This design comes from an exercise in tuning for small area, a short achievable clock period and few clock cycles per item on the open sky130 flow, not from production work. The RTL was checked by simulation tests, not by an equivalence proof against the original design.

Setup of v40:
==> flow/design.v (excerpt) <==
module dx_ecc (
    input  wire        clk,
    input  wire        rst,
    input  wire        in_valid,
    output wire        in_ready,
    input  wire        in_op,
    input  wire [63:0] in_data,
    input  wire [15:0] in_check,
    output reg         out_valid,
    output reg  [63:0] out_data,
    output reg  [15:0] out_check,
    output reg  [2:0]  out_status
);
==> flow/config.mk <==
export PLATFORM = sky130hd
export DESIGN_NAME = dx_ecc
export DESIGN_NICKNAME = dx_ecc
export VERILOG_FILES = /design/flow/design.v
export SDC_FILE = /design/flow/constraint.sdc
export NUM_CORES = 4
export LEC_CHECK = 0
export CAP_MARGIN = 20
export CORE_MARGIN = 2
export CORE_UTILIZATION = 60
export CTS_BUF_LIST = sky130_fd_sc_hd__clkbuf_4 sky130_fd_sc_hd__clkbuf_8
export CTS_CLUSTER_DIAMETER = 80
export CTS_CLUSTER_SIZE = 16
export SLEW_MARGIN = 20
==> flow/constraint.sdc <==
create_clock -name core_clock -period 14.0 [get_ports {clk}]
set_input_delay 2.8000 -clock core_clock [delete_from_list [all_inputs] [get_ports {clk}]]
set_output_delay 2.8000 -clock core_clock [all_outputs]
set_load 0.01 [all_outputs]
standard.sh (not shown) runs the stock make flow with config.mk's settings and CLKGATE_MAP_FILE= SYNTH_SCRIPT=/design/flow/synth_recipe.tcl, a recipe that flattens the netlist after the stock synthesis.
==> flow/flow/run.sh <==
#!/bin/bash
# Own flow: the standard layout (standard synthesis unchanged), with
#  - port buffers of sky130_fd_sc_hd__buf_2 instead of the automatically chosen cell;
set -euo pipefail
bash standard.sh \
  "SETUP_SLACK_MARGIN=${FLOW_SETUP_MARGIN:-9.6}" \
  "BUFFER_PORTS_ARGS=-buffer_cell sky130_fd_sc_hd__buf_2" \
  finish > standard_make.log 2>&1
Testbench counts of v40, summed over its fixed seeds: cycles 12,024, items 12,000.
### v40 -> v8
# v40
export LEC_CHECK = 0
export CAP_MARGIN = 20
export CORE_MARGIN = 2
export CORE_UTILIZATION = 60
export CTS_BUF_LIST = sky130_fd_sc_hd__clkbuf_4 sky130_fd_sc_hd__clkbuf_8
export CTS_CLUSTER_DIAMETER = 80
export CTS_CLUSTER_SIZE = 16
export SLEW_MARGIN = 20
create_clock -name core_clock -period 14.0 [get_ports {clk}]
# v8
export LEC_CHECK = 0
export CAP_MARGIN = 20
export CORE_MARGIN = 2
export CORE_UTILIZATION = 50
export CTS_BUF_LIST = sky130_fd_sc_hd__clkbuf_4 sky130_fd_sc_hd__clkbuf_8
export CTS_CLUSTER_DIAMETER = 80
export CTS_CLUSTER_SIZE = 16
export SLEW_MARGIN = 20
create_clock -name core_clock -period 14.0 [get_ports {clk}]
--- a/flow/flow/run.sh
+++ b/flow/flow/run.sh
@@ -6 +6 @@
-  "SETUP_SLACK_MARGIN=${FLOW_SETUP_MARGIN:-9.6}" \
+  "SETUP_SLACK_MARGIN=${FLOW_SETUP_MARGIN:-9.5}" \
Notes after the runs:
- v8 ends up with higher minimum hold slack than v40 does.
- From v40 to v8 the numbers moved as follows: clock skew fell by 0.022 ns; cell count after placement rose by 2.9%; wire length rose by about 4%.
- Comparing v40 and v8, the lower synthesis-to-layout area growth is on v8.
- When v8 is measured against v40, its wire length of the first global-routing pass turns out about 7.5% higher.
- Looking at v40 and v8, the final instance area is a wash.
- The register cell area after layout on v40 is in line with that on v8.
- v40 has a higher met2 demand-to-capacity share in global routing than v8.
Inputs modified between v8 and v19:
# v8
export LEC_CHECK = 0
export CAP_MARGIN = 20
export CORE_MARGIN = 2
export CORE_UTILIZATION = 50
export CTS_BUF_LIST = sky130_fd_sc_hd__clkbuf_4 sky130_fd_sc_hd__clkbuf_8
export CTS_CLUSTER_DIAMETER = 80
export CTS_CLUSTER_SIZE = 16
export SLEW_MARGIN = 20
create_clock -name core_clock -period 14.0 [get_ports {clk}]
# v19
export LEC_CHECK = 0
export CAP_MARGIN = 20
export CORE_MARGIN = 2
export CORE_UTILIZATION = 60
export CTS_BUF_LIST = sky130_fd_sc_hd__clkbuf_4 sky130_fd_sc_hd__clkbuf_8
export CTS_CLUSTER_DIAMETER = 80
export CTS_CLUSTER_SIZE = 16
export SLEW_MARGIN = 20
create_clock -name core_clock -period 14.0 [get_ports {clk}]
Taking v19 as 1.0, v8 lands at 1.08 on site row count.
Maximum frequency delta for v19 relative to v8: about 1% lower
Cmp v19 vs v8: area added between synthesis and finish lower in v19
STATUS worst-case setup margin in the final layout: v19 loses against v8
The floorplan die height in v8 is 1.09 times that in v19.
v19 reports its path type of the worst setup path as flop to flop while v8 reports primary input to flop.
Changes observed in v19 relative to v8: wire length reported by the detailed router decreased 2.5 mm; number of antenna repair diodes climbed 2.
Inputs modified between v19 and v33:
--- a/flow/flow/run.sh
+++ b/flow/flow/run.sh
@@ -6 +6 @@
-  "SETUP_SLACK_MARGIN=${FLOW_SETUP_MARGIN:-9.5}" \
+  "SETUP_SLACK_MARGIN=${FLOW_SETUP_MARGIN:-10.0}" \
--- outcome ---
- The higher final cell count came out of v33.
- The higher wire length of the first global-routing pass came out of v33.
- Of v19 and v33, the run reporting the higher non-clock buffer count in the final layout was v33.
- v33 vs v19 on worst setup slack: v33 is the higher one.
- v19 -> v33: clock network area share flat
- v33 -> v19: number of distinct standard cells referenced by the synthesized netlist delta 0, exact match
- For v19, the class of the most critical setup path was flop to flop, unlike v33, where it was primary input to flop.

* * *

dx_ecc, a different RTL version from the one above (not shown whole).
For scale: ~1800 cells after synthesis, ~280 flip-flops, ~170 I/O pins, about 16000 sq um of cells after synthesis.
## dx_ecc
module dx_ecc (
    input  wire        clk,
    input  wire        rst,
    input  wire        in_valid,
    output wire        in_ready,
    input  wire        in_op,
    input  wire [63:0] in_data,
    input  wire [15:0] in_check,
    output reg         out_valid,
    output reg  [63:0] out_data,
    output reg  [15:0] out_check,
    output reg  [2:0]  out_status
);
export LEC_CHECK = 0
export CAP_MARGIN = 20
export CORE_MARGIN = 2
export CORE_UTILIZATION = 40
export SLEW_MARGIN = 20
create_clock -name core_clock -period 14.0 [get_ports {clk}]
==> flow/flow/run.sh <==
#!/bin/bash
# Own flow: the standard layout (standard synthesis unchanged), with
#  - port buffers of sky130_fd_sc_hd__buf_2 instead of the automatically chosen cell;
set -euo pipefail
bash standard.sh \
  "SETUP_SLACK_MARGIN=${FLOW_SETUP_MARGIN:-10.5}" \
  "BUFFER_PORTS_ARGS=-buffer_cell sky130_fd_sc_hd__buf_2" \
  finish > standard_make.log 2>&1
Testbench counts at the start, summed over its fixed seeds: cycles 12,024, items 12,000.
Edit:
--- a/flow/flow/run.sh
+++ b/flow/flow/run.sh
@@ -5,3 +5,3 @@
 bash standard.sh \
-  "SETUP_SLACK_MARGIN=${FLOW_SETUP_MARGIN:-10.5}" \
+  "SETUP_SLACK_MARGIN=${FLOW_SETUP_MARGIN:-10.0}" \
   "BUFFER_PORTS_ARGS=-buffer_cell sky130_fd_sc_hd__buf_2" \
=> The changed run went through all stages and came out clean. Count of clock-buffer cells in the layout is lower by 5. Routed wire length climbs slightly.

static timing again, ports no longer ideal:
Ports are ideal in the flow. The routed layouts listed here were re-timed in OpenROAD.
Step 1 assumes that a clkbuf_16 drives the clock port and a buf_2 every other input.
Step 2 moves the port delays by t, midway between the first and last clock arrival at a register: inputs arrive t later, outputs are due t later. That takes back most of the time a late clock gives input paths.
Three values: no drivers, after step 1, after step 2; two values: the first two.
run | t, ns | slack for setup (ns) | latest minus earliest clock arrival (ns) | worst slew at a driven data input, ns
v40 | 0.595 | 9.641 / 9.661 / 9.066 | 0.058 / 0.058 | 0.07
v8 | 0.597 | 9.593 / 9.604 / 9.007 | 0.039 / 0.039 | 0.07
v19 | 0.594 | 9.547 / 9.547 / 9.074 | 0.053 / 0.054 | 0.07
v33 | 0.595 | 9.893 / 9.904 / 9.309 | 0.049 / 0.049 | 0.04
the first run of note 2 | 0.643 | 9.567 / 9.567 / 9.254 | 0.037 / 0.037 | 0.07
the second run of note 2 | 0.646 | 9.632 / 9.632 / 9.394 | 0.024 / 0.024 | 0.06
After both steps every run listed still meets setup and hold. For v8, which loses most, drivers alone change the setup slack by +0.011 ns; drivers and shift together by -0.586 ns.
